What follows belongs to an exercise in optimizing a design on an open flow for small area; a production flow would make more cautious choices.
RTL that was checked went through simulation tests only; none was proved equivalent to the original.
The RTL of runs 2 to 5 was laid out without a check of its function.
Power is estimated from default activity; no workload was simulated.

## design/flow/design.v

```verilog
module lane_rx (
    input  wire         clk,
    input  wire         rst,             
    input  wire         cdr_lock,        
    input  wire         rx_valid,
    input  wire [65:0]  rx_data,
    input  wire         descr_en,
    input  wire [15:0]  hunt_limit,      
    input  wire         match_en,
    input  wire         hdr_care,
    input  wire [1:0]   match_hdr,
    input  wire [63:0]  match_val,
    input  wire [63:0]  match_mask,
    input  wire [1:0]   prbs_sel,        
    input  wire [1:0]   start_mode,      
    input  wire [19:0]  cmp_count,       
    input  wire [63:0]  pmask,
    input  wire         burst,
    input  wire         cmp_event,
    output reg  [1:0]   lane_state,      
    output wire         block_lock,
    output reg          ev_lock,
    output reg          ev_lol,
    output reg          ev_hunt_slow,
    output reg          ev_match,
    output reg          ev_mismatch,
    output reg          ev_cmp_done,
    output reg          blk_valid,
    output reg  [1:0]   blk_hdr,
    output reg  [63:0]  blk_payload,
    output reg  [2:0]   cmp_result,
    output reg  [19:0]  blocks,
    output reg  [19:0]  block_errs,
    output reg  [23:0]  bit_errs,
    output reg  [19:0]  header_errs,
    output reg  [19:0]  first_err,
    output reg  [15:0]  lock_losses
);
    localparam [2:0] R_NOT_STARTED = 3'd0, R_PASS = 3'd1, R_FAIL = 3'd2,
                     R_LOST = 3'd3, R_INCOMPLETE = 3'd4;
    wire in_sync = lane_state[1];
    wire locked  = lane_state[1] & lane_state[0];
    wire hunting = lane_state[1] & ~lane_state[0];
    assign block_lock = locked;
    reg  [65:0] prev_word;       
    reg  [6:0]  offset;          
    reg         skip;
    reg  [5:0]  valid_cnt;       
    reg  [9:0]  hunt_lo;         
    reg  [15:0] hunt_hi;         
    reg  [63:0] hdr_window;      
    reg  [3:0]  bad_cnt;         
    reg  [57:0] descr_hist;      
    wire sync_on = cdr_lock & in_sync;
    wire examine = sync_on & rx_valid & ~skip;
    wire [131:0] win = {rx_data, prev_word};
    wire sa0 = ~offset[6] & ~offset[5] & ~offset[4];
    wire sa1 = ~offset[5] & offset[4];
    wire sa2 = offset[5] & ~offset[4];
    wire sa3 = offset[5] & offset[4];
    wire sa4 = offset[6];
    wire sb0 = ~offset[3] & ~offset[2], sb1 = ~offset[3] & offset[2];
    wire sb2 = offset[3] & ~offset[2],  sb3 = offset[3] & offset[2];
    wire sc0 = ~offset[1] & ~offset[0], sc1 = ~offset[1] & offset[0];
    wire sc2 = offset[1] & ~offset[0],  sc3 = offset[1] & offset[0];
    wire [80:0] sh_a;
    wire [68:0] sh_b;
    wire [65:0] cand;
    genvar gi;
    generate
        for (gi = 0; gi < 81; gi = gi + 1) begin : g_sa
            if (gi < 68) begin : g_m5
                assign sh_a[gi] = (sa0 & win[gi]) | (sa1 & win[gi + 16]) | (sa2 & win[gi + 32]) |
                                  (sa3 & win[gi + 48]) | (sa4 & win[gi + 64]);
            end else begin : g_m4
                assign sh_a[gi] = (sa0 & win[gi]) | (sa1 & win[gi + 16]) | (sa2 & win[gi + 32]) |
                                  (sa3 & win[gi + 48]);
            end
        end
        for (gi = 0; gi < 69; gi = gi + 1) begin : g_sb
            assign sh_b[gi] = (sb0 & sh_a[gi]) | (sb1 & sh_a[gi + 4]) | (sb2 & sh_a[gi + 8]) |
                              (sb3 & sh_a[gi + 12]);
        end
        for (gi = 0; gi < 66; gi = gi + 1) begin : g_sc
            assign cand[gi] = (sc0 & sh_b[gi]) | (sc1 & sh_b[gi + 1]) | (sc2 & sh_b[gi + 2]) |
                              (sc3 & sh_b[gi + 3]);
        end
    endgenerate
    wire [1:0]  hdr     = cand[1:0];
    wire [63:0] raw_pay = cand[65:2];
    wire        hdr_ok  = hdr[0] ^ hdr[1];
    wire [121:0] dext = {raw_pay, descr_hist};
    wire [63:0]  pay;
    generate
        for (gi = 0; gi < 64; gi = gi + 1) begin : g_descr
            assign pay[gi] = raw_pay[gi] ^ (descr_en & (dext[gi + 19] ^ dext[gi]));
        end
    endgenerate
    wire gain_lock = examine & hunting & hdr_ok & (&valid_cnt);
    wire lose_lock = examine & locked & ~hdr_ok & ~hdr_window[63] & (&bad_cnt);
    wire tested    = gain_lock | (examine & locked & ~lose_lock);
    wire leave_locked = locked & (lose_lock | ~cdr_lock);
    wire hunt_hit  = (&hunt_lo) & (hunt_hi == hunt_limit) & (|hunt_limit);
    wire hunt_step = examine & hunting;
    wire hunt_slow = hunt_step & hunt_hit & ~(hdr_ok & (&valid_cnt));
    wire match = match_en & tested &
                 ~(|((pay ^ match_val) & match_mask)) &
                 (~hdr_care | (hdr == match_hdr));
    always @(posedge clk) begin
        if (rst) begin
            lane_state   <= 2'b01;
            ev_lock      <= 1'b0;
            ev_lol       <= 1'b0;
            ev_hunt_slow <= 1'b0;
        end else begin
            ev_lock      <= gain_lock;
            ev_lol       <= lose_lock | (~cdr_lock & in_sync);
            ev_hunt_slow <= hunt_slow;
            lane_state[1] <= cdr_lock;
            lane_state[0] <= ~cdr_lock | (in_sync & (lane_state[0] ? ~lose_lock : gain_lock));
        end
    end
    always @(posedge clk) begin
        if (rx_valid) begin
            prev_word  <= rx_data;
            descr_hist <= raw_pay[63:6];
            hdr_window <= {hdr_window[62:0], ~hdr_ok};
        end
    end
    always @(posedge clk) begin
        if (!sync_on) begin
            offset    <= 7'd0;
            skip      <= 1'b1;
            valid_cnt <= 6'd0;
        end else if (rx_valid) begin
            if (skip) begin
                skip <= 1'b0;
            end else if (hunting) begin
                valid_cnt <= hdr_ok ? valid_cnt + 6'd1 : 6'd0;
                if (!hdr_ok) begin
                    if (offset[6] & offset[0]) begin
                        offset <= 7'd0;
                        skip   <= 1'b1;
                    end else begin
                        offset <= offset + 7'd1;
                    end
                end
            end
        end
    end
    always @(posedge clk) begin
        if (!(cdr_lock & hunting) || (hunt_step & hunt_hit)) begin
            hunt_lo <= 10'd0;
            hunt_hi <= 16'd1;
        end else if (hunt_step) begin
            hunt_lo <= hunt_lo + 10'd1;
            if (&hunt_lo)
                hunt_hi <= hunt_hi + 16'd1;
        end
    end
    always @(posedge clk) begin
        if (!locked)
            bad_cnt <= 4'd0;
        else if (rx_valid)
            bad_cnt <= bad_cnt + {3'd0, ~hdr_ok} - {3'd0, hdr_window[63]};
    end
    always @(posedge clk) begin
        blk_hdr     <= hdr;
        blk_payload <= pay;
        if (rst) begin
            blk_valid <= 1'b0;
            ev_match  <= 1'b0;
        end else begin
            blk_valid <= tested;
            ev_match  <= match;
        end
    end
    reg  [30:0] prbs_state;      
    reg  [94:0] prbs_ext;
    wire p7  = ~prbs_sel[1] & ~prbs_sel[0];
    wire p15 = ~prbs_sel[1] & prbs_sel[0];
    wire p31 = prbs_sel[1];
    integer q;
    always @(*) begin
        prbs_ext = 95'd0;
        prbs_ext[30:0] = prbs_state;
        for (q = 31; q < 95; q = q + 1)
            prbs_ext[q] = (p7  & (prbs_ext[q - 7]  ^ prbs_ext[q - 6])) |
                          (p15 & (prbs_ext[q - 15] ^ prbs_ext[q - 14])) |
                          (p31 & (prbs_ext[q - 31] ^ prbs_ext[q - 28]));
    end
    wire [63:0] expected = prbs_ext[94:31];
    reg burst_q;
    reg running;         
    reg finished;        
    reg anchored;
    reg event_seen;
    wire bstart  = burst & ~burst_q;
    wire fin_c   = finished & ~bstart;
    wire anch_c  = anchored & ~bstart;
    wire evs_c   = event_seen & ~bstart;
    wire clr_cnt = rst | bstart;
    wire start_ok = (start_mode == 2'd0) | ((start_mode == 2'd1) & anch_c) |
                    ((start_mode == 2'd2) & evs_c);
    wire do_cmp   = burst & running & tested;
    wire do_lost  = burst & running & leave_locked;
    wire do_start = burst & ~running & ~fin_c & locked & start_ok & tested;
    wire [63:0] err_bits = (pay ^ expected) & pmask & {64{do_cmp}};
    wire hdr_err  = do_cmp & (hdr != 2'b01);
    wire blk_err  = hdr_err | (|err_bits);
    wire no_errs  = ~(|block_errs);
    wire first_e  = blk_err & no_errs;
    wire fs1 = err_bits[0] ^ err_bits[1] ^ err_bits[2];
    wire fc2 = (err_bits[0] & err_bits[1]) | (err_bits[0] & err_bits[2]) | (err_bits[1] & err_bits[2]);
    wire fs3 = err_bits[3] ^ err_bits[4] ^ err_bits[5];
    wire fc4 = (err_bits[3] & err_bits[4]) | (err_bits[3] & err_bits[5]) | (err_bits[4] & err_bits[5]);
    wire fs5 = err_bits[6] ^ err_bits[7] ^ err_bits[8];
    wire fc6 = (err_bits[6] & err_bits[7]) | (err_bits[6] & err_bits[8]) | (err_bits[7] & err_bits[8]);
    wire fs7 = err_bits[9] ^ err_bits[10] ^ err_bits[11];
    wire fc8 = (err_bits[9] & err_bits[10]) | (err_bits[9] & err_bits[11]) | (err_bits[10] & err_bits[11]);
    wire fs9 = err_bits[12] ^ err_bits[13] ^ err_bits[14];
    wire fc10 = (err_bits[12] & err_bits[13]) | (err_bits[12] & err_bits[14]) | (err_bits[13] & err_bits[14]);
    wire fs11 = err_bits[15] ^ err_bits[16] ^ err_bits[17];
    wire fc12 = (err_bits[15] & err_bits[16]) | (err_bits[15] & err_bits[17]) | (err_bits[16] & err_bits[17]);
    wire fs13 = err_bits[18] ^ err_bits[19] ^ err_bits[20];
    wire fc14 = (err_bits[18] & err_bits[19]) | (err_bits[18] & err_bits[20]) | (err_bits[19] & err_bits[20]);
    wire fs15 = err_bits[21] ^ err_bits[22] ^ err_bits[23];
    wire fc16 = (err_bits[21] & err_bits[22]) | (err_bits[21] & err_bits[23]) | (err_bits[22] & err_bits[23]);
    wire fs17 = err_bits[24] ^ err_bits[25] ^ err_bits[26];
    wire fc18 = (err_bits[24] & err_bits[25]) | (err_bits[24] & err_bits[26]) | (err_bits[25] & err_bits[26]);
    wire fs19 = err_bits[27] ^ err_bits[28] ^ err_bits[29];
    wire fc20 = (err_bits[27] & err_bits[28]) | (err_bits[27] & err_bits[29]) | (err_bits[28] & err_bits[29]);
    wire fs21 = err_bits[30] ^ err_bits[31] ^ err_bits[32];
    wire fc22 = (err_bits[30] & err_bits[31]) | (err_bits[30] & err_bits[32]) | (err_bits[31] & err_bits[32]);
    wire fs23 = err_bits[33] ^ err_bits[34] ^ err_bits[35];
    wire fc24 = (err_bits[33] & err_bits[34]) | (err_bits[33] & err_bits[35]) | (err_bits[34] & err_bits[35]);
    wire fs25 = err_bits[36] ^ err_bits[37] ^ err_bits[38];
    wire fc26 = (err_bits[36] & err_bits[37]) | (err_bits[36] & err_bits[38]) | (err_bits[37] & err_bits[38]);
    wire fs27 = err_bits[39] ^ err_bits[40] ^ err_bits[41];
    wire fc28 = (err_bits[39] & err_bits[40]) | (err_bits[39] & err_bits[41]) | (err_bits[40] & err_bits[41]);
    wire fs29 = err_bits[42] ^ err_bits[43] ^ err_bits[44];
    wire fc30 = (err_bits[42] & err_bits[43]) | (err_bits[42] & err_bits[44]) | (err_bits[43] & err_bits[44]);
    wire fs31 = err_bits[45] ^ err_bits[46] ^ err_bits[47];
    wire fc32 = (err_bits[45] & err_bits[46]) | (err_bits[45] & err_bits[47]) | (err_bits[46] & err_bits[47]);
    wire fs33 = err_bits[48] ^ err_bits[49] ^ err_bits[50];
    wire fc34 = (err_bits[48] & err_bits[49]) | (err_bits[48] & err_bits[50]) | (err_bits[49] & err_bits[50]);
    wire fs35 = err_bits[51] ^ err_bits[52] ^ err_bits[53];
    wire fc36 = (err_bits[51] & err_bits[52]) | (err_bits[51] & err_bits[53]) | (err_bits[52] & err_bits[53]);
    wire fs37 = err_bits[54] ^ err_bits[55] ^ err_bits[56];
    wire fc38 = (err_bits[54] & err_bits[55]) | (err_bits[54] & err_bits[56]) | (err_bits[55] & err_bits[56]);
    wire fs39 = err_bits[57] ^ err_bits[58] ^ err_bits[59];
    wire fc40 = (err_bits[57] & err_bits[58]) | (err_bits[57] & err_bits[59]) | (err_bits[58] & err_bits[59]);
    wire fs41 = err_bits[60] ^ err_bits[61] ^ err_bits[62];
    wire fc42 = (err_bits[60] & err_bits[61]) | (err_bits[60] & err_bits[62]) | (err_bits[61] & err_bits[62]);
    wire fs43 = err_bits[63] ^ bit_errs[0] ^ fs1;
    wire fc44 = (err_bits[63] & bit_errs[0]) | (err_bits[63] & fs1) | (bit_errs[0] & fs1);
    wire fs45 = fs11 ^ fs13 ^ fs15;
    wire fc46 = (fs11 & fs13) | (fs11 & fs15) | (fs13 & fs15);
    wire fs47 = fs17 ^ fs19 ^ fs21;
    wire fc48 = (fs17 & fs19) | (fs17 & fs21) | (fs19 & fs21);
    wire fs49 = fs23 ^ fs25 ^ fs27;
    wire fc50 = (fs23 & fs25) | (fs23 & fs27) | (fs25 & fs27);
    wire fs51 = fs29 ^ fs3 ^ fs31;
    wire fc52 = (fs29 & fs3) | (fs29 & fs31) | (fs3 & fs31);
    wire fs53 = fs33 ^ fs35 ^ fs37;
    wire fc54 = (fs33 & fs35) | (fs33 & fs37) | (fs35 & fs37);
    wire fs55 = fs39 ^ fs41 ^ fs5;
    wire fc56 = (fs39 & fs41) | (fs39 & fs5) | (fs41 & fs5);
    wire fs57 = fs7 ^ fs9 ^ fs43;
    wire fc58 = (fs7 & fs9) | (fs7 & fs43) | (fs9 & fs43);
    wire fs59 = fs45 ^ fs47 ^ fs49;
    wire fc60 = (fs45 & fs47) | (fs45 & fs49) | (fs47 & fs49);
    wire fs61 = fs51 ^ fs53 ^ fs55;
    wire fc62 = (fs51 & fs53) | (fs51 & fs55) | (fs53 & fs55);
    wire fs63 = fs57 ^ fs59 ^ fs61;
    wire fc64 = (fs57 & fs59) | (fs57 & fs61) | (fs59 & fs61);
    wire fs65 = bit_errs[1] ^ fc2 ^ fc4;
    wire fc66 = (bit_errs[1] & fc2) | (bit_errs[1] & fc4) | (fc2 & fc4);
    wire fs67 = fc6 ^ fc8 ^ fc10;
    wire fc68 = (fc6 & fc8) | (fc6 & fc10) | (fc8 & fc10);
    wire fs69 = fc12 ^ fc14 ^ fc16;
    wire fc70 = (fc12 & fc14) | (fc12 & fc16) | (fc14 & fc16);
    wire fs71 = fc18 ^ fc20 ^ fc22;
    wire fc72 = (fc18 & fc20) | (fc18 & fc22) | (fc20 & fc22);
    wire fs73 = fc24 ^ fc26 ^ fc28;
    wire fc74 = (fc24 & fc26) | (fc24 & fc28) | (fc26 & fc28);
    wire fs75 = fc30 ^ fc32 ^ fc34;
    wire fc76 = (fc30 & fc32) | (fc30 & fc34) | (fc32 & fc34);
    wire fs77 = fc36 ^ fc38 ^ fc40;
    wire fc78 = (fc36 & fc38) | (fc36 & fc40) | (fc38 & fc40);
    wire fs79 = fc42 ^ fc44 ^ fc46;
    wire fc80 = (fc42 & fc44) | (fc42 & fc46) | (fc44 & fc46);
    wire fs81 = fc48 ^ fc50 ^ fc52;
    wire fc82 = (fc48 & fc50) | (fc48 & fc52) | (fc50 & fc52);
    wire fs83 = fc54 ^ fc56 ^ fs65;
    wire fc84 = (fc54 & fc56) | (fc54 & fs65) | (fc56 & fs65);
    wire fs85 = fs67 ^ fs69 ^ fs71;
    wire fc86 = (fs67 & fs69) | (fs67 & fs71) | (fs69 & fs71);
    wire fs87 = fs73 ^ fs75 ^ fs77;
    wire fc88 = (fs73 & fs75) | (fs73 & fs77) | (fs75 & fs77);
    wire fs89 = fc58 ^ fc60 ^ fc62;
    wire fc90 = (fc58 & fc60) | (fc58 & fc62) | (fc60 & fc62);
    wire fs91 = fs79 ^ fs81 ^ fs83;
    wire fc92 = (fs79 & fs81) | (fs79 & fs83) | (fs81 & fs83);
    wire fs93 = fs85 ^ fs87 ^ fc64;
    wire fc94 = (fs85 & fs87) | (fs85 & fc64) | (fs87 & fc64);
    wire fs95 = fs89 ^ fs91 ^ fs93;
    wire fc96 = (fs89 & fs91) | (fs89 & fs93) | (fs91 & fs93);
    wire fs97 = bit_errs[2] ^ fc66 ^ fc68;
    wire fc98 = (bit_errs[2] & fc66) | (bit_errs[2] & fc68) | (fc66 & fc68);
    wire fs99 = fc70 ^ fc72 ^ fc74;
    wire fc100 = (fc70 & fc72) | (fc70 & fc74) | (fc72 & fc74);
    wire fs101 = fc76 ^ fc78 ^ fc80;
    wire fc102 = (fc76 & fc78) | (fc76 & fc80) | (fc78 & fc80);
    wire fs103 = fc82 ^ fc84 ^ fc86;
    wire fc104 = (fc82 & fc84) | (fc82 & fc86) | (fc84 & fc86);
    wire fs105 = fc88 ^ fs97 ^ fs99;
    wire fc106 = (fc88 & fs97) | (fc88 & fs99) | (fs97 & fs99);
    wire fs107 = fc90 ^ fc92 ^ fs101;
    wire fc108 = (fc90 & fc92) | (fc90 & fs101) | (fc92 & fs101);
    wire fs109 = fs103 ^ fs105 ^ fc94;
    wire fc110 = (fs103 & fs105) | (fs103 & fc94) | (fs105 & fc94);
    wire fs111 = fs107 ^ fc96 ^ fs109;
    wire fc112 = (fs107 & fc96) | (fs107 & fs109) | (fc96 & fs109);
    wire fs113 = bit_errs[3] ^ fc98 ^ fc100;
    wire fc114 = (bit_errs[3] & fc98) | (bit_errs[3] & fc100) | (fc98 & fc100);
    wire fs115 = fc102 ^ fc104 ^ fc106;
    wire fc116 = (fc102 & fc104) | (fc102 & fc106) | (fc104 & fc106);
    wire fs117 = fs113 ^ fc108 ^ fs115;
    wire fc118 = (fs113 & fc108) | (fs113 & fs115) | (fc108 & fs115);
    wire fs119 = fc110 ^ fs117 ^ fc112;
    wire fc120 = (fc110 & fs117) | (fc110 & fc112) | (fs117 & fc112);
    wire fs121 = bit_errs[4] ^ fc114 ^ fc116;
    wire fc122 = (bit_errs[4] & fc114) | (bit_errs[4] & fc116) | (fc114 & fc116);
    wire fs123 = fc118 ^ fs121 ^ fc120;
    wire fc124 = (fc118 & fs121) | (fc118 & fc120) | (fs121 & fc120);
    wire fs125 = bit_errs[5] ^ fc122 ^ fc124;
    wire fc126 = (bit_errs[5] & fc122) | (bit_errs[5] & fc124) | (fc122 & fc124);
    wire hs127 = bit_errs[6] ^ fc126;
    wire hc128 = bit_errs[6] & fc126;
    wire [7:0] csum = {hc128, hs127, fs125, fs123, fs119, fs111, fs95, fs63};
    wire [16:0] be_hi_inc;
    wire [17:0] be_hi_c;
    assign be_hi_c[0] = 1'b1;
    generate
        for (gi = 0; gi < 17; gi = gi + 1) begin : g_behi
            assign be_hi_inc[gi]  = bit_errs[gi + 7] ^ be_hi_c[gi];
            assign be_hi_c[gi + 1] = bit_errs[gi + 7] & be_hi_c[gi];
        end
    endgenerate
    wire be_ovf = csum[7] & be_hi_c[17];
    wire [23:0] be_sum = be_ovf ? 24'hFFFFFF : {csum[7] ? be_hi_inc : bit_errs[23:7], csum[6:0]};
    wire [19:0] blocks_inc = blocks + 20'd1;
    wire [19:0] berr_inc   = block_errs + 20'd1;
    wire [19:0] herr_inc   = header_errs + 20'd1;
    wire [15:0] ll_inc     = lock_losses + 16'd1;
    wire blocks_sat = &blocks;
    wire berr_sat   = &block_errs;
    wire herr_sat   = &header_errs;
    wire ll_sat     = &lock_losses;
    wire [19:0] n_blocks = do_start ? 20'd1 : (do_cmp & ~blocks_sat) ? blocks_inc : blocks;
    wire end_count = burst & ~fin_c & ~do_lost & (running | do_start) &
                     (|cmp_count) & (n_blocks == cmp_count);
    wire end_burst = ~burst & burst_q & ~finished;
    wire any_errs  = (~no_errs & ~bstart) | blk_err;
    wire n_running  = burst & (running | do_start) & ~do_lost & ~end_count;
    wire n_finished = burst ? (fin_c | do_lost | end_count) : (finished | burst_q);
    always @(posedge clk) begin
        anchored   <= burst ? (anch_c | (~n_running & ~n_finished & match)) : anchored;
        event_seen <= burst ? (evs_c | cmp_event) : event_seen;
        finished   <= n_finished;
        if (tested)
            prbs_state <= running ? expected[63:33] : pay[63:33];
        if (rst) begin
            burst_q     <= 1'b0;
            running     <= 1'b0;
            cmp_result  <= R_NOT_STARTED;
            ev_cmp_done <= 1'b0;
            ev_mismatch <= 1'b0;
        end else begin
            burst_q     <= burst;
            running     <= n_running;
            ev_cmp_done <= do_lost | end_count | end_burst;
            ev_mismatch <= first_e;
            if (do_lost)
                cmp_result <= R_LOST;
            else if (end_count)
                cmp_result <= any_errs ? R_FAIL : R_PASS;
            else if (end_burst)
                cmp_result <= ~running ? R_NOT_STARTED :
                              (|cmp_count) ? R_INCOMPLETE :
                              ~no_errs ? R_FAIL : R_PASS;
        end
    end
    always @(posedge clk) begin
        if (clr_cnt) begin
            blocks      <= {19'd0, do_start & ~rst};
            block_errs  <= 20'd0;
            header_errs <= 20'd0;
            bit_errs    <= 24'd0;
            first_err   <= 20'hFFFFF;
        end else begin
            blocks <= n_blocks;
            if (blk_err & ~berr_sat)
                block_errs <= berr_inc;
            if (hdr_err & ~herr_sat)
                header_errs <= herr_inc;
            bit_errs <= be_sum;
            if (first_e)
                first_err <= blocks;
        end
        if (rst)
            lock_losses <= 16'd0;
        else if (bstart)
            lock_losses <= {15'd0, leave_locked};
        else if (burst & leave_locked & ~ll_sat)
            lock_losses <= ll_inc;
    end
endmodule
```

## design/flow/flow/run.sh

```bash
#!/bin/bash
# Own layout flow: the standard ORFS flow (standard.sh) with three changes.
#  1. Synthesis is synth_recipe.tcl unchanged except that ABC maps the
#     combinational logic with flow/abc_area_nf.script (area-oriented &nf)
#     instead of ORFS's abc_area.script. Flip-flops are mapped before ABC, so
#     the registers, their names and cell types are the standard synthesis's.
#  2. Port buffers use the smallest buffer, sky130_fd_sc_hd__buf_1.
#  3. CTS inserts no dummy loads and builds the tree from clkbuf_4/clkbuf_8.
# Every tool's output goes to a log in this folder (make.log; ORFS's own
# per-step logs stay under orfs/logs).
set -euo pipefail
W=$PWD
sed "s#^source \$::env(SCRIPTS_DIR)/synth_preamble.tcl\$#&\nset abc_args [lreplace \$abc_args 1 1 $W/flow/abc_area_nf.script]#" \
    "$FLOW_HOME/scripts/synth.tcl" > "$W/own_synth_body.tcl"
grep -q "abc_area_nf.script" "$W/own_synth_body.tcl"
sed "s#^source \$::env(SCRIPTS_DIR)/synth.tcl\$#source $W/own_synth_body.tcl#" \
    "$W/synth_recipe.tcl" > "$W/own_synth.tcl"
grep -q "own_synth_body.tcl" "$W/own_synth.tcl"
sed "s#SYNTH_SCRIPT=[^ ]*#SYNTH_SCRIPT=$W/own_synth.tcl#" "$W/standard.sh" > "$W/own_standard.sh"
grep -q "SYNTH_SCRIPT=$W/own_synth.tcl" "$W/own_standard.sh"
export BUFFER_PORTS_ARGS="-buffer_cell sky130_fd_sc_hd__buf_1"
export CTS_ARGS="-sink_clustering_enable -repair_clock_nets -dont_use_dummy_load -buf_list {sky130_fd_sc_hd__clkbuf_4 sky130_fd_sc_hd__clkbuf_8} -sink_clustering_size 10 -sink_clustering_max_diameter 40"
bash "$W/own_standard.sh" > "$W/make.log" 2>&1
```

## design/flow/flow/abc_area_nf.script

```
&get -n
&st
&dc2
&dch -f
&nf -a -F 5 -A 5
&put
topo
```

## design/flow/standard.sh

```bash
#!/bin/bash
# synth_recipe.tcl (not shown) runs the flow's synth.tcl, then flattens the netlist and writes it again
# the make line also repeats each setting of config.mk as NAME=value (left out here)
make -C /OpenROAD-flow-scripts/flow DESIGN_CONFIG=/design/flow/config.mk WORK_HOME=/design/flow/orfs CLKGATE_MAP_FILE= SYNTH_SCRIPT=/design/flow/synth_recipe.tcl "${@:-finish}"
```

## design/flow/config.mk

```make
export PLATFORM = sky130hd
export DESIGN_NAME = lane_rx
export DESIGN_NICKNAME = lane_rx
export VERILOG_FILES = /design/flow/design.v
export SDC_FILE = /design/flow/constraint.sdc
export NUM_CORES = 4
export LEC_CHECK = 0
export CAP_MARGIN = 20
export CORE_MARGIN = 2
export CORE_UTILIZATION = 50
export GPL_TIMING_DRIVEN = 0
export SLEW_MARGIN = 20
```

## design/flow/constraint.sdc

```tcl
create_clock -name core_clock -period 18.0 [get_ports {clk}]
set_input_delay 3.6000 -clock core_clock [delete_from_list [all_inputs] [get_ports {clk}]]
set_output_delay 3.6000 -clock core_clock [all_outputs]
set_load 0.01 [all_outputs]
```

==> results of run 1 <==
synth_stat cells, types with 5 or more instances:
master    number
nand2_1      339
dfxtp_1      245
edfxtp_1     221
xor2_1       217
clkinv_1     173
a21oi_1      168
xnor2_1      164
a222oi_1     154
nor2_1       145
a22oi_1      116
o21ai_0       89
and3_1        81
nand3_1       71
fa_1          64
nor3_1        62
a221oi_1      52
ha_1          46
a21boi_0      35
a31oi_1       30
o211ai_1      29
and2_0        28
o22ai_1       27
nand4_1       24
nor4_1        24
a211oi_1      22
a211o_1       17
nor2b_1       17
o221a_1       17
and4_1        13
a221o_1       11
a22o_1        11
mux2_1        10
nand2b_1       9
mux2i_1        8
a21o_1         7
o21a_1         7
a311oi_1       6
a41oi_1        6
or2_0          6
o221ai_1       5
final timing paths:
kind	startpoint	to	slack (ns)
max	prbs_sel[1]	bit_errs[18]	0.57
max reg2reg	prbs_state[17]	bit_errs[18]	3.60
min reg2reg	hdr_window[58]	hdr_window[59]	0.40
min	hdr_window[58]	hdr_window[59]	0.40
state kept, by name, summed over array words and instances, names as in the netlist, 10 cells and up:
| signal | count |
|---|---|
| first_err | 20 |
| prev_word | 66 |
| block_errs | 20 |
| header_errs | 20 |
| descr_hist | 58 |
| hunt_lo | 10 |
| hunt_hi | 16 |
| blocks | 20 |
| hdr_window | 64 |
| bit_errs | 24 |
| blk_payload | 64 |
| prbs_state | 31 |
| lock_losses | 16 |
per-stage QoR:
step	setup slack [ns]	area, um2	hold WS [ns]	power (mW)	utilization
floorplan	0.189	27700	0.400	1.53	-
global placement	-8.39	30400	0.404	1.78	0.555
detailed placement	-2.28	31400	0.405	1.79	0.572
CTS	0.117	32600	0.396	2.58	0.593
global route	0.0640	32700	0.404	2.68	0.596
finish	0.573	32700	0.397	2.59	0.596
cell families after synthesis:
group,share of synthesized area
flops,0.417
compound gates,0.223
mux,0.00697
buf+inv,0.0238
simple gates,0.141
fa+ha+maj,0.0672
xor+xnor,0.121
report_power, final:
group          internal, mW  switching (mW)
sequential             1.18          0.0276
combinational         0.198           0.404
clock                 0.389           0.394
total                  1.76           0.825
metal layers:
layer	vias up	routed length [um]	track usage	share of wire
met2	1507	49000	0.574	0.47
met3	254	9740	0.0732	0.093
met1	13000	41100	0.458	0.39
met5	-	13	0	0.00012
li1	12100	-	-	-
met4	2	5440	0.185	0.052
worst max-delay path, delay by kind of cell:
family / cells / cell delay (ns)
compound gates: 11 / 5.20
fa+ha+maj: 11 / 4.33
xor+xnor: 10 / 1.91
buf+inv: 10 / 1.63
simple gates: 4 / 1.24
cell type report:
cell class,instances,area [um2]
tap,704,881
buffer,1,7.51
clock buffer,80,1100
fill,4874,22200
inverter,173,649
sequential,466,11500
multi-input combinational,2175,15800
timing repair buffer,578,2770
antenna,4,10.0
repair_timing:
action / 4_1_cts / 5_1_grt
cloned: 0 / 0
pin swaps: 4 / 3
buffers inserted: 8 / 9
gates resized for setup: 12 / 10
setup endpoints to repair: 24 / 24
==> metrics.yaml, run 1 <==
cts_tree: "done"
grtUsageTotal: 0.358
syn_avg_cell_area_um2: 9.82
timing.final.crit_period_ns: 17.43
max_cap_violations: 0
antenna_found_initial: 5
synth_cells: 2815
place_inst: 4080
crit_arrival_ns: 17.98
synth_largest_area_cell: "edfxtp_1"
grt_max_degree: 79
num_vias: 26900
start_util: 0.504
routedWlPerCell_um: 25.2
hold_violations: 0
h-tree-depth: 3
final_common_cell: "buf_1"
fin_cells: 4181
viasPerCell: 6.43
worstSkewPairLatency_ns: 0.69
core-area_mm2: 0.0549
r2r_cells: 45
synth_area_mm2: 0.0276
synthTopCellsByArea: "edfxtp_1 (24%), dfxtp_1 (18%), xor2_1 (6.9%), a222oi_1 (5.6%), xnor2_1 (5.2%)"
setup_tns_ns: 0
routed_wl_um: 105000
io_buffers: 507
ctsHoldBuffers: 0
ys_types: 57
drive_gt1_frac: 0.0602
fin_skew_ns: 0.0958
drtAntennaViolNets: 0
worstSetupPathType: "input port to flop"
critPathSlowestCell: "a221oi_2"
cts-root-buf: "clkbuf_8"
die_x_um: 239
die-area_mm2: 0.0572
leakage_nw: 11.7
syn2layout_area_growth_pct: 18.4
cp_data_required_time_ns: 18.55
cellPowerDensity_mw_per_mm2: 79.1
grt_pass1_wl_um: 154000
clk_path_buf_depth: 3
clock_sinks: 466
pin_count: 508
fmax_ghz: 0.0574
drt_iter0_drc: 3847
ys_seq_area_frac: 0.417
dp_hpwl_um: 80800
async_flop_share: 0
core.rowCount: 86
ys_warn_count: 1
synth_top_area_share: 0.240
slowest_delay_ns: 0.61
gr-total-overflow: 0
first_global_vias: 25000
synth-seq-cells: 466
finalSetupViolCount: 0
hold_depth: 0
drcViolationCount: 0
fin_crit_sh: 0.968
rsz0062_at_grt: "no"
cp-start-kind: "input port"
synth-main-ff-cell: "dfxtp_1"
fin_nets: 3894
ir_worst_vdd_mv: 0.0879
finalWeightedCongestion: 1.03
clk_pin_slew_ns: 0.06
synth_edf_count: 221
cp_max_fo: 31
hp-class: "flop to flop"
dieHeight_um: 239
status: "no timing/DRC/antenna violations"
slew_headroom: 0.175
layout_common_cells: "buf_1 (504), nand2_1 (337), dfxtp_1 (243)"
slew_viol_final: 0
firstDrtPassIters: 15
setup.worst_path.end_class: "flop"
cp_common_cell: "fa_1"
syn_nets: 3234
cts_inserted_buffers: 80
worst_pin_slew_ns: 1.23
==> run 2, diff against run 1 <==
--- a/design/flow/design.v
+++ b/design/flow/design.v
@@ -54,36 +54,30 @@
     wire sync_on = cdr_lock & in_sync;
     wire examine = sync_on & rx_valid & ~skip;
     wire [131:0] win = {rx_data, prev_word};
-    wire sa0 = ~offset[6] & ~offset[5] & ~offset[4];
-    wire sa1 = ~offset[5] & offset[4];
-    wire sa2 = offset[5] & ~offset[4];
-    wire sa3 = offset[5] & offset[4];
-    wire sa4 = offset[6];
-    wire sb0 = ~offset[3] & ~offset[2], sb1 = ~offset[3] & offset[2];
-    wire sb2 = offset[3] & ~offset[2],  sb3 = offset[3] & offset[2];
-    wire sc0 = ~offset[1] & ~offset[0], sc1 = ~offset[1] & offset[0];
-    wire sc2 = offset[1] & ~offset[0],  sc3 = offset[1] & offset[0];
-    wire [80:0] sh_a;
-    wire [68:0] sh_b;
-    wire [65:0] cand;
+    wire [128:0] sh64;
+    wire [80:0]  sh16;
+    wire [68:0]  sh4;
+    wire [65:0]  cand;
     genvar gi;
     generate
-        for (gi = 0; gi < 81; gi = gi + 1) begin : g_sa
-            if (gi < 68) begin : g_m5
-                assign sh_a[gi] = (sa0 & win[gi]) | (sa1 & win[gi + 16]) | (sa2 & win[gi + 32]) |
-                                  (sa3 & win[gi + 48]) | (sa4 & win[gi + 64]);
-            end else begin : g_m4
-                assign sh_a[gi] = (sa0 & win[gi]) | (sa1 & win[gi + 16]) | (sa2 & win[gi + 32]) |
-                                  (sa3 & win[gi + 48]);
+        for (gi = 0; gi < 129; gi = gi + 1) begin : g_s64
+            if (gi < 67) begin : g_m
+                assign sh64[gi] = offset[6] ? win[gi + 64] : win[gi];
+            end else begin : g_p
+                assign sh64[gi] = win[gi];
             end
         end
-        for (gi = 0; gi < 69; gi = gi + 1) begin : g_sb
-            assign sh_b[gi] = (sb0 & sh_a[gi]) | (sb1 & sh_a[gi + 4]) | (sb2 & sh_a[gi + 8]) |
-                              (sb3 & sh_a[gi + 12]);
-        end
-        for (gi = 0; gi < 66; gi = gi + 1) begin : g_sc
-            assign cand[gi] = (sc0 & sh_b[gi]) | (sc1 & sh_b[gi + 1]) | (sc2 & sh_b[gi + 2]) |
-                              (sc3 & sh_b[gi + 3]);
+        for (gi = 0; gi < 81; gi = gi + 1) begin : g_s16
+            assign sh16[gi] = offset[5] ? (offset[4] ? sh64[gi + 48] : sh64[gi + 32])
+                                        : (offset[4] ? sh64[gi + 16] : sh64[gi]);
+        end
+        for (gi = 0; gi < 69; gi = gi + 1) begin : g_s4
+            assign sh4[gi] = offset[3] ? (offset[2] ? sh16[gi + 12] : sh16[gi + 8])
+                                       : (offset[2] ? sh16[gi + 4] : sh16[gi]);
+        end
+        for (gi = 0; gi < 66; gi = gi + 1) begin : g_s1
+            assign cand[gi] = offset[1] ? (offset[0] ? sh4[gi + 3] : sh4[gi + 2])
+                                        : (offset[0] ? sh4[gi + 1] : sh4[gi]);
         end
     endgenerate
     wire [1:0]  hdr     = cand[1:0];
@@ -177,17 +171,17 @@
     end
     reg  [30:0] prbs_state;      
     reg  [94:0] prbs_ext;
-    wire p7  = ~prbs_sel[1] & ~prbs_sel[0];
-    wire p15 = ~prbs_sel[1] & prbs_sel[0];
-    wire p31 = prbs_sel[1];
     integer q;
     always @(*) begin
         prbs_ext = 95'd0;
         prbs_ext[30:0] = prbs_state;
-        for (q = 31; q < 95; q = q + 1)
-            prbs_ext[q] = (p7  & (prbs_ext[q - 7]  ^ prbs_ext[q - 6])) |
-                          (p15 & (prbs_ext[q - 15] ^ prbs_ext[q - 14])) |
-                          (p31 & (prbs_ext[q - 31] ^ prbs_ext[q - 28]));
+        for (q = 31; q < 95; q = q + 1) begin
+            case (prbs_sel)
+                2'd0:    prbs_ext[q] = prbs_ext[q - 7]  ^ prbs_ext[q - 6];
+                2'd1:    prbs_ext[q] = prbs_ext[q - 15] ^ prbs_ext[q - 14];
+                default: prbs_ext[q] = prbs_ext[q - 31] ^ prbs_ext[q - 28];
+            endcase
+        end
     end
     wire [63:0] expected = prbs_ext[94:31];
     reg burst_q;
==> design/flow/run.sh (new file) <==
#!/bin/bash
# synth_recipe.tcl (not shown) runs the flow's synth.tcl, then flattens the netlist and writes it again
# the make line also repeats each setting of config.mk as NAME=value (left out here)
make -C /OpenROAD-flow-scripts/flow DESIGN_CONFIG=/design/flow/config.mk WORK_HOME=/design/flow/orfs CLKGATE_MAP_FILE= SYNTH_SCRIPT=/design/flow/synth_recipe.tcl finish
==> design/flow/config.mk (replaced) <==
export PLATFORM = sky130hd
export DESIGN_NAME = lane_rx
export DESIGN_NICKNAME = lane_rx
export VERILOG_FILES = /design/flow/design.v
export SDC_FILE = /design/flow/constraint.sdc
export NUM_CORES = 4
export LEC_CHECK = 0
export ABC_AREA = 1
export CAP_MARGIN = 20
export CORE_MARGIN = 2
export CORE_UTILIZATION = 40
export SLEW_MARGIN = 20
removed: design/flow/flow/run.sh
removed: design/flow/flow/abc_area_nf.script
removed: design/flow/standard.sh
==> run 2 against run 1 <==
Net effect:
- non-clock buffer count fell by 29
- synthesized cell count rose by 61%
- register-to-register slack improved by 1.7 ns
- flip-flop and latch count did not move
- total power rose by 17%
- fmax rose by 17%
- cell area rose by 24%
- still clean
- largest power group unchanged
- combinational power rose by 11%
- synthesized area rose by 18%
- via count rose by 20%
- largest cell class unchanged
- highest routed layer unchanged
==> metrics.yaml, run 2 <==
switching_share: 0.311  # -0.00737
die_x_um: 289  # +21%
hp-class: "flop to flop"
slew_headroom: 0.185  # +0.0102
cts_inserted_buffers: 56  # -30%
h-tree-depth: 2  # -1
regArea_mm2: 0.0116  # about the same
place_ws_ns: 2.57  # +4.85 ns
dieHeight_um: 289  # +21%
final_common_cell: "nand2_1"
cts_resized: 0  # -12
worstSetupPathType: "input port to flop"
ys_warn_count: 1  # unchanged
cellPowerDensity_mw_per_mm2: 75.0  # -5.2%
io_buffers: 507  # unchanged
p_int_mw: 2.09  # +18%
dp_hpwl_um: 105000  # +30%
max_cap_violations: 0  # unchanged
routed_wl_um: 130000  # +24%
fin_crit_sh: 0.826  # -0.142
final_area_mm2: 0.0404  # +24%
die-area_mm2: 0.0837  # +46%
first_global_vias: 29500  # +18%
syn_avg_cell_area_um2: 7.18  # -27%
multi_input_area_mm2: 0.0182  # +15%
cts_tree: "done"
ys_seq_area_frac: 0.355  # -0.0629
setup_tns_ns: 0  # unchanged
worstSkewPairLatency_ns: 0.65  # -0.04 ns
synth_area_mm2: 0.0326  # +18%
cp_max_fo: 26  # -16%
cp_data_required_time_ns: 18.49  # -0.06 ns
leakage_nw: 17.1  # +46%
drcViolationCount: 0  # unchanged
synth-seq-cells: 466  # unchanged
critPathBufInv: 13  # +3
drtAntennaViolNets: 0  # unchanged
critPathSlowestCell: "nor2_4"
grt_pass1_wl_um: 189000  # +23%
layout_common_cells: "nand2_1 (1142), clkdlybuf4s50_1 (506), inv_1 (502)"
gr-total-overflow: 0  # unchanged
finalWeightedCongestion: 0.995  # -3.5%
cp-start-kind: "input port"
reg.largest.list: "prev_word (66), blk_payload (64), hdr_window (64)"
clk_path_buf_depth: 3  # unchanged
firstDrtPassIters: 8  # -7
fmax_ghz: 0.0673  # +17%
post_cts_buffers: 0  # -8
largest_reg_flops: 66  # unchanged
synth-main-ff-cell: "dfxtp_1"
viasPerCell: 5.33  # -17%
status: "no timing/DRC/antenna violations"
seqPwrFrac: 0.393  # -0.072
top_register: "prev_word"
grt_max_degree: 80  # +1.3%
start_util: 0.404  # -0.0996
cp_common_cell: "fa_1"
cts-root-buf: "clkbuf_16"
setup.worst_path.end_class: "flop"
p_switching_uw: 945  # +15%
rsz0062_at_grt: "no"
crit_arrival_ns: 15.35  # -2.63 ns
fin_nets: 5378  # +38%
antenna_found_initial: 6  # +1
drive_gt1_frac: 0.0858  # +0.0256
cpLargestDelayFamily: "adder cells"
whs_ns: 0.387  # -0.00971 ns
async_flop_share: 0  # unchanged
synth_largest_area_cell: "edfxtp_1"
finalSetupViolCount: 0  # unchanged
clkPwrFrac: 0.388  # +0.086
syn2layout_area_growth_pct: 24.2
syn_nets: 4947  # +53%
synth_cells: 4531  # +61%
grtUsageTotal: 0.302  # -0.0556
core-area_mm2: 0.0805  # +47%
slew_viol_final: 0  # unchanged
place_area_mm2: 0.0385  # +23%
fin_skew_ns: 0.0382  # -0.0576 ns
timing.final.crit_period_ns: 14.87  # -2.56 ns
routedWlPerCell_um: 21.5  # -15%
worst_slack_ns: 3.13  # +2.56 ns
yosys.cell_count.top_type: "nand2_1"
clock_sinks: 466  # unchanged
clk_pin_slew_ns: 0.06  # about the same
hold_violations: 0  # unchanged
ys_types: 66  # +16%
synthTopCellsByCount: "nand2_1 (1143), inv_1 (505), o21ai_0 (470)"
drt_iter0_drc: 2994  # -22%
pin_count: 508  # unchanged
slowest_delay_ns: 0.91  # +0.30 ns
ctsHoldBuffers: 0  # unchanged
core.rowCount: 104  # +21%
p_total_mw: 3.03  # +17%
synth_edf_count: 221  # unchanged
synthTopCellsByArea: "edfxtp_1 (20%), dfxtp_1 (15%), nand2_1 (13%), o21ai_0 (7.2%), nand3_1 (5.9%)"
ir_worst_vdd_mv: 0.0895  # +1.8%
power_frac_comb: 0.219  # -0.014
synth_top_area_share: 0.204  # -0.0362
nFillCells: 8093  # +66%
worst_pin_slew_ns: 1.22  # -0.0153 ns
num_vias: 32400  # +20%
[run 2: changes by cell type after synthesis, moves of 114 or more]
cell and delta:
inv_1 +505, o21ai_0 +381, nand2_1 +804, a22oi_1 -114, clkinv_1 -168, nand3_1 +312
a222oi_1 -154, xnor2_1 -123, nor2_1 +124
[run 2: kinds of logic (layout without fill, tap and decap cells)]
logic type	after synthesis	count (layout)	share of synthesized area
AOI/OAI and AO/OA	821	821	0.139
adders and majority gates	107	107	0.0559
muxes	45	45	0.0138
other	0	5	0
xor gates and xnor gates	152	152	0.0409
buffers and inverters	729	1208	0.0873
DFF	466	466	0.355
and+or+nand+nor	2211	2211	0.309
[run 2: final timing paths]
kind	start	endpoint	slack [ns]	depth (start not counted)
setup / recovery	prbs_sel[1]	bit_errs[20]	3.13	58
hold / removal	hdr_window[44]	hdr_window[45]	0.39	0
setup reg to reg	offset[4]	bit_errs[20]	5.26	43
hold reg to reg	hdr_window[44]	hdr_window[45]	0.39	0
[run 2: routing by layer]
layer | global-route usage | wire length [um] | vias up
met5 | 0 | 27 | -
met4 | 0.136 | 6330 | 4
met3 | 0.0408 | 8530 | 245
met2 | 0.488 | 59900 | 1264
met1 | 0.403 | 55600 | 15000
li1 | - | - | 15800
[run 2: area by class of cell]
type,count,share of cell area
Clock buffer,72,0.0372
Inverter,552,0.0512
Tap cell,1060,0.0328
Sequential cell,466,0.286
Timing Repair Buffer,550,0.133
Clock inverter,34,0.00965
Multi-Input combinational cell,3336,0.450
Antenna cell,5,0.000309
[run 2: worst register-to-register path, delay by kind of cell (launching register included)]
family | cells | cell delay, ns
fa+ha+maj | 12 | 5.02
buf+inv | 13 | 3.55
compound gates | 6 | 1.81
simple gates | 12 | 1.75
flops | 1 | 0.48
[run 2: power by group through the flow]
stage / sequential [mW] / combinational [mW] / clock (mW)
floorplan: 1.22 / 0.314 / 0
global route: 1.20 / 0.711 / 1.24
CTS: 1.19 / 0.656 / 1.20
detailed placement: 1.21 / 0.653 / 0
finish: 1.19 / 0.666 / 1.18
global placement: 1.21 / 0.655 / 0
[run 2: stage by stage]
| stage | cells | utilization |
|---|---|---|
| after CTS | 6070 | 0.502 |
| final | 6075 | 0.502 |
| after global placement | 5964 | 0.478 |
| after floorplan | 4531 | - |
| after detailed placement | 5964 | 0.478 |
| after global routing | 6074 | 0.502 |
==> run 3, diff against run 2 <==
--- a/design/flow/config.mk
+++ b/design/flow/config.mk
@@ -6,7 +6,8 @@
 export NUM_CORES = 4
 export LEC_CHECK = 0
 export ABC_AREA = 1
-export CAP_MARGIN = 20
+export CAP_MARGIN = 5
 export CORE_MARGIN = 2
 export CORE_UTILIZATION = 40
-export SLEW_MARGIN = 20
+export GPL_TIMING_DRIVEN = 0
+export SLEW_MARGIN = 5
==> run 3 against run 2 <==
Net effect:
- utilization rose by 0.64 points
- still clean
- global-route usage rose by 3.9 points
- fmax fell by 11%
- hold slack improved by 0.024 ns
- register-to-register slack got worse by 2.3 ns
- die area did not move
- critical endpoint is now bit_errs[22]
- worst setup slack got worse by 1.8 ns
- largest power group is now the clock network
- wire length rose by 13%
==> metrics.yaml, run 3 <==
reg.largest.list: "prev_word (66), blk_payload (64), hdr_window (64)"
reg2reg_slack_ns: 2.95  # -2.31 ns
clkPwrFrac: 0.391  # +0.003
first_global_vias: 31000  # +5.0%
rsz0062_at_grt: "no"
busiest_layer: "met2"
yosys.area_share.simple: 0.309  # unchanged
clk_path_buf_depth: 3  # unchanged
synth_compound_area_frac: 0.139  # unchanged
routedWlPerCell_um: 23.8  # +11%
async_flop_share: 0  # unchanged
final_common_cell: "nand2_1"
synth_xor_area_frac: 0.0409  # unchanged
leakage_nw: 17.3  # +0.89%
synth_area_mm2: 0.0326  # unchanged
h-tree-depth: 2  # unchanged
ir_worst_vdd_mv: 0.0865  # -3.4%
ys_types: 66  # unchanged
grt_max_degree: 101  # +26%
grtUsageTotal: 0.341  # +0.0387
grt_pass1_wl_um: 209000  # +11%
synth_top_family_by_area: "simple AND/OR/NAND/NOR gates"
nFillCells: 8080  # -0.16%
cts_inserted_buffers: 54  # -3.6%
synthMuxAreaShare: 0.0138  # unchanged
viasPerCell: 5.39  # +1.2%
worst_slack_ns: 1.38  # -1.75 ns
place_inst: 6100  # +2.3%
gr-total-overflow: 0  # unchanged
crit_arrival_ns: 17.11  # +1.76 ns
top_register: "prev_word"
slowest_delay_ns: 0.93  # +0.02 ns
slew_headroom: 0.166  # -0.0195
cts_tree: "done"
drt_iter0_drc: 3254  # +8.7%
seqPwrFrac: 0.388  # -0.005
dp_hpwl_um: 124000  # +18%
switching_share: 0.311  # -0.000368
p_total_mw: 3.07  # +1.2%
cp_common_cell: "fa_1"
cts_resized: 0  # unchanged
synthTopCellsByArea: "edfxtp_1 (20%), dfxtp_1 (15%), nand2_1 (13%), o21ai_0 (7.2%), nand3_1 (5.9%)"
clk_pin_slew_ns: 0.06  # about the same
io_buffers: 507  # unchanged
syn_avg_cell_area_um2: 7.18  # unchanged
worstSetupPathType: "input port to flop"
cp_max_fo: 10  # -62%
fin_skew_ns: 0.0710  # +0.0329 ns
p_int_mw: 2.12  # +1.2%
met1_usage: 0.441  # +0.0372
place_ws_ns: 0.935  # -1.64 ns
fin_crit_sh: 0.923  # +0.0974
cellPowerDensity_mw_per_mm2: 75.0  # about the same
yosys.cell_count.top_type: "nand2_1"
num_vias: 33500  # +3.4%
power_frac_comb: 0.221  # +0.002
synth_top_area_share: 0.204  # unchanged
drcViolationCount: 0  # unchanged
hp-class: "flop to flop"
clock_sinks: 466  # unchanged
worst_pin_slew_ns: 1.25  # +0.0288 ns
core-area_mm2: 0.0805  # unchanged
status: "no timing/DRC/antenna violations"
synth-seq-cells: 466  # unchanged
finalWeightedCongestion: 1.02  # +2.5%
setup.worst_path.end_class: "flop"
fin_cells: 6205  # +2.1%
fmax_ghz: 0.0602  # -11%
post-route-util: 0.509  # +0.00640
drtAntennaViolNets: 0  # unchanged
synthTopCellsByCount: "nand2_1 (1143), inv_1 (505), o21ai_0 (470)"
p_switching_uw: 955  # +1.1%
cts-root-buf: "clkbuf_16"
synth_edf_count: 221  # unchanged
largest_reg_flops: 66  # unchanged
pin_count: 508  # unchanged
cp_data_required_time_ns: 18.49  # about the same
ys_warn_count: 1  # unchanged
ctsHoldBuffers: 0  # unchanged
drive_gt1_frac: 0.0788  # -0.00707
core.rowCount: 104  # unchanged
critPathSlowestCell: "o21ai_0"
firstDrtPassIters: 6  # -2
antenna_found_initial: 5  # -1
synth_largest_area_cell: "edfxtp_1"
post_cts_buffers: 0  # unchanged
max_cap_violations: 0  # unchanged
worstSkewPairLatency_ns: 0.67  # +0.02 ns
layout_common_cells: "nand2_1 (1142), clkdlybuf4s50_1 (506), inv_1 (505)"
synth_fa_ha_area_frac: 0.0559  # unchanged
routed_wl_um: 148000  # +13%
die-area_mm2: 0.0837  # unchanged
slew_viol_final: 0  # unchanged
synth-main-ff-cell: "dfxtp_1"
ys_seq_area_frac: 0.355  # unchanged
cp-start-kind: "input port"
hold_violations: 0  # unchanged
dieHeight_um: 289  # unchanged
syn2layout_area_growth_pct: 25.8
grtUsageMet3: 0.0460  # +0.00520
start_util: 0.404  # unchanged
timing.final.crit_period_ns: 16.62  # +1.75 ns
die_x_um: 289  # unchanged
grtUsageMet2: 0.565  # +0.0779
whs_ns: 0.412  # +0.0243 ns
syn_nets: 4947  # unchanged
synth_cells: 4531  # unchanged
fin_nets: 5512  # +2.5%
finalSetupViolCount: 0  # unchanged
-- run 3: cell types whose count changed in the layout (fill, tap and decap cells not counted), sizes merged --
cell,delta
clkinv,-9
inv,-3
clkbuf,+111
buf,+33
bufinv,+1
clkinvlp,-1
diode,-2
-- run 3: logic make-up (layout without fill, tap and decap cells) --
group | after synthesis | after routing
flip-flops | 466 | 466
AO/OA/AOI/OAI | 821 | 821
other | 0 | 3
XOR/XNOR | 152 | 152
AND/OR/NAND/NOR | 2211 | 2211
adder cells (fa/ha/maj) | 107 | 107
buffers and inverters | 729 | 1340
multiplexers | 45 | 45
-- run 3: per-layer routing --
metal,vias up,routed length (um)
li1,16100,-
met1,15700,61800
met2,1387,68300
met3,268,9690
met4,2,7720
met5,-,13
-- run 3: per-stage QoR --
| stage | instance area (um2) | setup TNS, ns |
|---|---|---|
| 6_report | 41000 | 0 |
| 5_1_grt | 41000 | 0 |
| 4_1_cts | 41000 | 0 |
| 2_1_floorplan | 32600 | 0 |
| 3_5_place_dp | 39000 | 0 |
| 3_3_place_gp | 39000 | -235.74 |
-- run 3: final cells by class --
| cell class | count | area (um2) | area share |
|---|---|---|---|
| buffer | 177 | 769 | 0.0188 |
| tap | 1060 | 1330 | 0.0324 |
| clock inverter | 22 | 379 | 0.00926 |
| antenna | 3 | 7.51 | 0.000183 |
| inverter | 552 | 2070 | 0.0506 |
| sequential | 466 | 11500 | 0.282 |
| multi-input combinational | 3336 | 18200 | 0.444 |
| timing repair buffer | 509 | 5130 | 0.125 |
| clock buffer | 80 | 1570 | 0.0382 |
-- run 3: final timing paths --
check                 start              to  cells past startpoint
max             rx_data[40]    bit_errs[22]                     45
min          hdr_window[40]  hdr_window[41]                      0
max reg2reg       offset[4]    bit_errs[22]                     49
min reg2reg  hdr_window[40]  hdr_window[41]                      0
-- run 3: worst max-delay path, delay by kind of cell --
kind,cells,cell delay [ns]
fa+ha+maj,12,4.80
buf+inv,16,4.78
compound gates,7,2.29
simple gates,9,1.39
mux,1,0.19
-- run 3: power by group through the flow --
stage / clock, mW / sequential, mW / combinational (mW)
floorplan: 0 / 1.22 / 0.314
global placement: 0 / 1.22 / 0.662
detailed placement: 0 / 1.21 / 0.662
CTS: 1.22 / 1.19 / 0.665
global route: 1.26 / 1.20 / 0.717
finish: 1.20 / 1.19 / 0.677
==> run 4, diff against run 3 <==
==> design/flow/flow/run.sh (new file) <==
#!/bin/bash
# Standard layout with two changes: port buffers use the smallest buffer
# (sky130_fd_sc_hd__buf_1) and CTS inserts no dummy loads.
set -euo pipefail
export BUFFER_PORTS_ARGS="-buffer_cell sky130_fd_sc_hd__buf_1"
export CTS_ARGS="-sink_clustering_enable -repair_clock_nets -dont_use_dummy_load"
bash standard.sh > standard_flow.log 2>&1
==> design/flow/standard.sh (new file) <==
#!/bin/bash
# synth_recipe.tcl (not shown) runs the flow's synth.tcl, then flattens the netlist and writes it again
# the make line also repeats each setting of config.mk as NAME=value (left out here)
make -C /OpenROAD-flow-scripts/flow DESIGN_CONFIG=/design/flow/config.mk WORK_HOME=/design/flow/orfs CLKGATE_MAP_FILE= SYNTH_SCRIPT=/design/flow/synth_recipe.tcl "${@:-finish}"
--- a/design/flow/config.mk
+++ b/design/flow/config.mk
@@ -6,8 +6,7 @@
 export NUM_CORES = 4
 export LEC_CHECK = 0
 export ABC_AREA = 1
-export CAP_MARGIN = 5
+export CAP_MARGIN = 20
 export CORE_MARGIN = 2
 export CORE_UTILIZATION = 40
-export GPL_TIMING_DRIVEN = 0
-export SLEW_MARGIN = 5
+export SLEW_MARGIN = 20
removed: design/flow/run.sh
==> run 4 against run 3 <==
Net effect:
- combinational power shrank 11%
- die area did not move
- sequential share of layout area grew 3.3 points
- count of clock-buffer cells in the layout is 26 lower
- synthesized area unchanged
- critical path type unchanged
- worst setup slack gained 2.2 ns
- sequential power hardly changed
==> metrics.yaml, run 4 <==
status: "no timing/DRC/antenna violations"
setup_tns_ns: 0  # unchanged
fmax_ghz: 0.0692  # +15%
post_cts_buffers: 0  # unchanged
critPathSlowestCell: "clkinv_1"
met2WireLength_um: 59300  # -13%
setup.worst_path.end_class: "flop"
synth_largest_area_cell: "edfxtp_1"
yosys.cell_count.top_type: "nand2_1"
die-area_mm2: 0.0837  # unchanged
start_util: 0.404  # unchanged
cts-root-buf: "clkbuf_16"
synth_cells: 4531  # unchanged
hold_violations: 0  # unchanged
routedWlPerCell_um: 21.8  # -8.2%
place_ws_ns: 3.05  # +2.12 ns
cp_max_fo: 28  # +18
layout_common_cells: "nand2_1 (1142), buf_1 (505), inv_1 (502)"
worstSkewPairLatency_ns: 0.66  # about the same
synth-seq-cells: 466  # unchanged
seqPwrFrac: 0.433  # +0.045
h-tree-depth: 2  # unchanged
cts_tree: "done"
slew_viol_final: 0  # unchanged
hp-class: "flop to flop"
dieHeight_um: 289  # unchanged
largest_reg_flops: 66  # unchanged
rsz0062_at_grt: "no"
io_buffers: 507  # unchanged
synthTopCellsByArea: "edfxtp_1 (20%), dfxtp_1 (15%), nand2_1 (13%), o21ai_0 (7.2%), nand3_1 (5.9%)"
reg.largest.list: "prev_word (66), blk_payload (64), hdr_window (64)"
pin_count: 508  # unchanged
synth-main-ff-cell: "dfxtp_1"
cp-start-kind: "input port"
ctsHoldBuffers: 0  # unchanged
drtAntennaViolNets: 0  # unchanged
syn2layout_area_growth_pct: 12.9
async_flop_share: 0  # unchanged
drcViolationCount: 0  # unchanged
ir_worst_vdd_mv: 0.0681  # -21%
worst_pin_slew_ns: 1.09  # -0.161 ns
finalSetupViolCount: 0  # unchanged
p_switching_uw: 897  # -6.1%
slowest_delay_ns: 0.64  # -0.29 ns
die_x_um: 289  # unchanged
crit_arrival_ns: 14.91  # -2.20 ns
grt_max_degree: 92  # -8.9%
syn_nets: 4947  # unchanged
clk_path_buf_depth: 3  # unchanged
grt_pass1_wl_um: 189000  # -9.8%
clock_sinks: 466  # unchanged
dp_hpwl_um: 106000  # -15%
synth_edf_count: 221  # unchanged
cp_common_cell: "fa_1"
synthTopCellsByCount: "nand2_1 (1143), inv_1 (505), o21ai_0 (470)"
slew_headroom: 0.274  # +0.108
ys_warn_count: 1  # unchanged
ys_seq_area_frac: 0.355  # unchanged
met3WireLength_um: 9170  # -5.4%
max_cap_violations: 0  # unchanged
clkPwrFrac: 0.348  # -0.043
drt_iter0_drc: 3364  # +3.4%
antenna_found_initial: 8  # +3
synth_top_area_share: 0.204  # unchanged
clk_pin_slew_ns: 0.06  # about the same
p_int_mw: 1.86  # -12%
finalWeightedCongestion: 1.04  # +2.4%
ys_types: 66  # unchanged
viasPerCell: 5.42  # +0.42%
cts_inserted_buffers: 54  # unchanged
firstDrtPassIters: 6  # unchanged
routed_wl_um: 131000  # -11%
fin_nets: 5377  # -2.4%
final_common_cell: "nand2_1"
worst_slack_ns: 3.55  # +2.16 ns
switching_share: 0.326  # +0.0146
worstSetupPathType: "input port to flop"
core.rowCount: 104  # unchanged
cellPowerDensity_mw_per_mm2: 75.0  # about the same
cp_data_required_time_ns: 18.46  # -0.03 ns
cts_resized: 0  # unchanged
drive_gt1_frac: 0.0801  # +0.00129
fin_skew_ns: 0.0930  # +0.0220 ns
leakage_nw: 15.5  # -10%
fin_crit_sh: 0.803  # -0.120
power_frac_comb: 0.219  # -0.002
wl_met1_um: 55600  # -10%
first_global_vias: 29700  # -4.2%
timing.final.crit_period_ns: 14.45  # -2.16 ns
grtUsageTotal: 0.303  # -0.0381
synth_area_mm2: 0.0326  # unchanged
core-area_mm2: 0.0805  # unchanged
num_vias: 32600  # -2.5%
top_register: "prev_word"
syn_avg_cell_area_um2: 7.18  # unchanged
dr.max_layer_used: "met5"
gr-total-overflow: 0  # unchanged
[run 4: changes by cell type in the layout (fill, tap and decap cells not counted), moves of 4 or more]
cell,change
clkbuf_1,-120
buf_1,+464
bufinv_16,-7
buf_6,-7
clkdlybuf4s50_1,-506
dfxtp_1,-7
inv_2,+4
buf_4,+36
dfxtp_2,+6
buf_2,-18
clkinv_2,-6
clkbuf_8,-5
[run 4: power groups by stage]
stage,Sequential [mW],Clock [mW],Combinational [mW]
finish,1.19,0.959,0.603
global route,1.20,1.01,0.645
CTS,1.19,0.978,0.590
detailed placement,1.21,0,0.587
global placement,1.21,0,0.590
floorplan,1.22,0,0.314
[run 4: path summary, 6_finish.rpt]
kind                       start  slack, ns              to  depth (start not counted)
hold / removal    hdr_window[47]       0.40  hdr_window[48]                          0
setup reg to reg       offset[4]       5.47     bit_errs[9]                         40
hold reg to reg   hdr_window[47]       0.40  hdr_window[48]                          0
setup / recovery     prbs_sel[1]       3.55     bit_errs[9]                         59
[run 4: cell families (layout without fill, tap and decap cells)]
group                      after synthesis  after routing  synth area share
AOI/OAI and AO/OA                      821            821             0.139
xor gates and xnor gates               152            152            0.0409
adders and majority gates              107            107            0.0559
buffers and inverters                  729           1157            0.0873
DFF                                    466            466             0.355
muxes                                   45             45            0.0138
other                                    0              4                 0
and+or+nand+nor                       2211           2211             0.309
[run 4: metal layers]
layer | GRT usage | up-vias
li1 | - | 15800
met1 | 0.403 | 15200
met2 | 0.483 | 1351
met3 | 0.0410 | 276
met4 | 0.152 | 4
met5 | 0 | -
[run 4: cell type report]
type / count / area (um2)
Antenna cell: 4 / 10.0
Clock buffer: 54 / 1350
Fill cell: 8430 / 43800
Inverter: 552 / 2070
Multi-Input combinational cell: 3336 / 18200
Sequential cell: 466 / 11600
Tap cell: 1060 / 1330
Timing Repair Buffer: 551 / 2240
[run 4: worst max-delay path, delay by kind of cell]
kind	cells	cell delay [ns]
adder cells (fa/ha/maj)	11	4.39
XOR/XNOR	3	0.55
AND/OR/NAND/NOR	27	3.61
AO/OA/AOI/OAI	4	0.42
buffers and inverters	14	2.26
[run 4: through the flow]
step                      power, mW  area [um2]  hold WS (ns)   util  std cells
after detailed placement       1.80       35400         0.405  0.439       5965
after CTS                      2.76       36700         0.382  0.456       6019
after floorplan                1.53       32600         0.400      -       4531
after global routing           2.85       36700         0.413  0.456       6023
final                          2.75       36700         0.398  0.456       6023
after global placement         1.80       35400         0.401  0.439       5965
==> run 5, diff against run 4 <==
==> design/flow/flow/run.sh (replaced) <==
#!/bin/bash
# Standard layout with two changes: port buffers use the smallest buffer
# (sky130_fd_sc_hd__buf_1); CTS inserts no dummy loads and uses clkbuf_8.
set -euo pipefail
export BUFFER_PORTS_ARGS="-buffer_cell sky130_fd_sc_hd__buf_1"
export CTS_ARGS="-sink_clustering_enable -repair_clock_nets -dont_use_dummy_load -buf_list {sky130_fd_sc_hd__clkbuf_8} -sink_clustering_size 12 -sink_clustering_max_diameter 60"
bash standard.sh > standard_flow.log 2>&1
--- a/design/flow/config.mk
+++ b/design/flow/config.mk
@@ -8,5 +8,5 @@
 export ABC_AREA = 1
 export CAP_MARGIN = 20
 export CORE_MARGIN = 2
-export CORE_UTILIZATION = 40
+export CORE_UTILIZATION = 65
 export SLEW_MARGIN = 20
==> run 5 against run 4 <==
Net effect:
- cell area decreased by 3.3%
- worst setup slack better by 0.062 ns
- sequential share of layout area rose by 1.1 points
- combinational power decreased by 2%
- synthesized area stayed put
- non-clock buffer count fell by 9
- utilization up 26 points
- clock power shrank 36%
- total power is 13% lower
- first-iteration DRC count up 34%
- count of clock-buffer cells in the layout is 5 lower
- clock skew rose by 0.00084 ns
==> metrics.yaml, run 5 <==
status: "no timing/DRC/antenna violations"
synth_fa_ha_area_frac: 0.0559  # unchanged
cts_inserted_buffers: 49  # -9.3%
cts-root-buf: "clkbuf_8"
dieHeight_um: 228  # -21%
worst_pin_slew_ns: 1.17  # +0.0889 ns
multi_input_area_mm2: 0.0182  # unchanged
largest_reg_flops: 66  # unchanged
cpLargestDelayFamily: "adder cells"
cp-start-kind: "input port"
slowest_delay_ns: 0.71  # +0.07 ns
yosys.cell_count.top_type: "nand2_1"
fmax_ghz: 0.0695  # +0.43%
synth-main-ff-cell: "dfxtp_1"
finalWeightedCongestion: 1.07  # +2.5%
worst_slack_ns: 3.61  # +0.0618 ns
drt_iter0_drc: 4520  # +34%
setup.worst_path.end_class: "flop"
firstDrtPassIters: 7  # +1
grt_max_degree: 116  # +26%
num_vias: 33800  # +3.7%
setup_tns_ns: 0  # unchanged
synth_area_mm2: 0.0326  # unchanged
synthMuxAreaShare: 0.0138  # unchanged
clk_pin_slew_ns: 0.08  # +0.02 ns
cp_max_fo: 57  # +100%
post_cts_buffers: 0  # unchanged
reg.largest.list: "prev_word (66), blk_payload (64), hdr_window (64)"
slew_viol_final: 0  # unchanged
slew_headroom: 0.214  # -0.0595
hold_violations: 0  # unchanged
clk_path_buf_depth: 3  # unchanged
cts_tree: "done"
timing.final.crit_period_ns: 14.39  # -0.0618 ns
first_global_vias: 31200  # +4.9%
ctsHoldBuffers: 0  # unchanged
cp_common_cell: "fa_1"
syn_avg_cell_area_um2: 7.18  # unchanged
crit_arrival_ns: 14.90  # about the same
critPathSlowestCell: "nand2_2"
layout_common_cells: "nand2_1 (1142), buf_1 (506), inv_1 (502)"
drcViolationCount: 0  # unchanged
grt_pass1_wl_um: 180000  # -4.5%
synth_top_area_share: 0.204  # unchanged
drive_gt1_frac: 0.0772  # -0.00281
async_flop_share: 0  # unchanged
gr-total-overflow: 0  # unchanged
start_util: 0.654  # +0.250
routed_wl_um: 120000  # -8.7%
antenna_found_initial: 5  # -3
cellPowerDensity_mw_per_mm2: 67.4  # -10%
die_x_um: 228  # -21%
synthTopCellsByArea: "edfxtp_1 (20%), dfxtp_1 (15%), nand2_1 (13%), o21ai_0 (7.2%), nand3_1 (5.9%)"
p_total_mw: 2.39  # -13%
cp_data_required_time_ns: 18.51  # +0.05 ns
ys_types: 66  # unchanged
worstSkewPairLatency_ns: 0.71  # +0.05 ns
die-area_mm2: 0.0519  # -38%
synth_edf_count: 221  # unchanged
regArea_mm2: 0.0116  # unchanged
ys_seq_area_frac: 0.355  # unchanged
synth_top_family_by_area: "simple AND/OR/NAND/NOR gates"
pin_count: 508  # unchanged
rsz0062_at_grt: "no"
finalSetupViolCount: 0  # unchanged
nFillCells: 4141  # -51%
synth_xor_area_frac: 0.0409  # unchanged
critPathBufInv: 12  # -2
synth_cells: 4531  # unchanged
core-area_mm2: 0.0498  # -38%
drtAntennaViolNets: 0  # unchanged
core.rowCount: 82  # -21%
leakage_nw: 15.2  # -2.3%
routedWlPerCell_um: 21.3  # -2.2%
fin_skew_ns: 0.0939  # +0.000843 ns
synth_largest_area_cell: "edfxtp_1"
h-tree-depth: 2  # unchanged
fin_crit_sh: 0.800  # -0.00343
synthTopCellsByCount: "nand2_1 (1143), inv_1 (505), o21ai_0 (470)"
synth-seq-cells: 466  # unchanged
whs_ns: 0.399  # +0.000778 ns
ys_warn_count: 1  # unchanged
clock_sinks: 466  # unchanged
grtUsageTotal: 0.449  # +0.146
hp-class: "flop to flop"
synth_compound_area_frac: 0.139  # unchanged
top_register: "prev_word"
max_cap_violations: 0  # unchanged
dp_hpwl_um: 95100  # -10%
io_buffers: 507  # unchanged
fin_nets: 5363  # -0.26%
cts_resized: 0  # unchanged
place_ws_ns: 3.12  # +0.0623 ns
syn2layout_area_growth_pct: 9.09
syn_nets: 4947  # unchanged
worstSetupPathType: "input port to flop"
final_common_cell: "nand2_1"
ir_worst_vdd_mv: 0.0672  # -1.3%
yosys.area_share.simple: 0.309  # unchanged
viasPerCell: 6.02  # +11%
-- run 5: path summary, 6_finish.rpt --
kind                    endpoint      startpoint  cells after the start  slack (ns)
setup / recovery    bit_errs[11]     rx_data[45]                     42        3.61
hold / removal    hdr_window[32]  hdr_window[31]                      0        0.40
setup reg to reg    bit_errs[11]       offset[4]                     39        5.29
hold reg to reg   hdr_window[32]  hdr_window[31]                      0        0.40
-- run 5: cell type report --
type                            instances  area share
Antenna cell                            5    0.000352
Clock buffer                           49      0.0190
Inverter                              552      0.0584
Multi-Input combinational cell       3336       0.512
Sequential cell                       466       0.325
Tap cell                              672      0.0237
Timing Repair Buffer                  542      0.0611
-- run 5: kinds of logic after synthesis --
| family | Yosys count |
|---|---|
| buf+inv | 729 |
| compound gates | 821 |
| mux | 45 |
| xor+xnor | 152 |
| fa+ha+maj | 107 |
| simple gates | 2211 |
| flops | 466 |
-- run 5: worst register-to-register path: cells and delay by family, from the launching register on --
family	cells	cell delay [ns]
AOI/OAI and AO/OA	6	1.98
muxes	1	0.17
adders and majority gates	12	4.87
buffers and inverters	12	3.21
and+or+nand+nor	8	1.76
DFF	1	0.50
-- run 5: stage by stage --
step	area, um2	std cells	utilization
2_1_floorplan	32600	4531	-
3_5_place_dp	34800	5568	0.700
6_report	35500	5622	0.714
4_1_cts	35500	5617	0.713
3_3_place_gp	34800	5568	0.700
5_1_grt	35500	5621	0.714
-- run 5: power by group --
part / leakage (nW) / internal, mW / switching, mW
combinational: 10.7 / 0.162 / 0.427
clock: 0.352 / 0.241 / 0.369
sequential: 4.14 / 1.17 / 0.0249
-- run 5: layer usage --
layer	track usage	wire length, um	vias up
met5	0	13	-
met4	0.270	8430	2
met3	0.111	14500	444
met2	0.698	52600	2285
met1	0.569	44400	15300
li1	-	-	15800

Check on run 5: ideal ports give 3.607 ns setup slack; a clkbuf_16 on the clock port and buf_2 on the inputs give 3.648 ns; moving port delays by the midpoint clock arrival (0.732 ns) as well gives 2.916 ns.
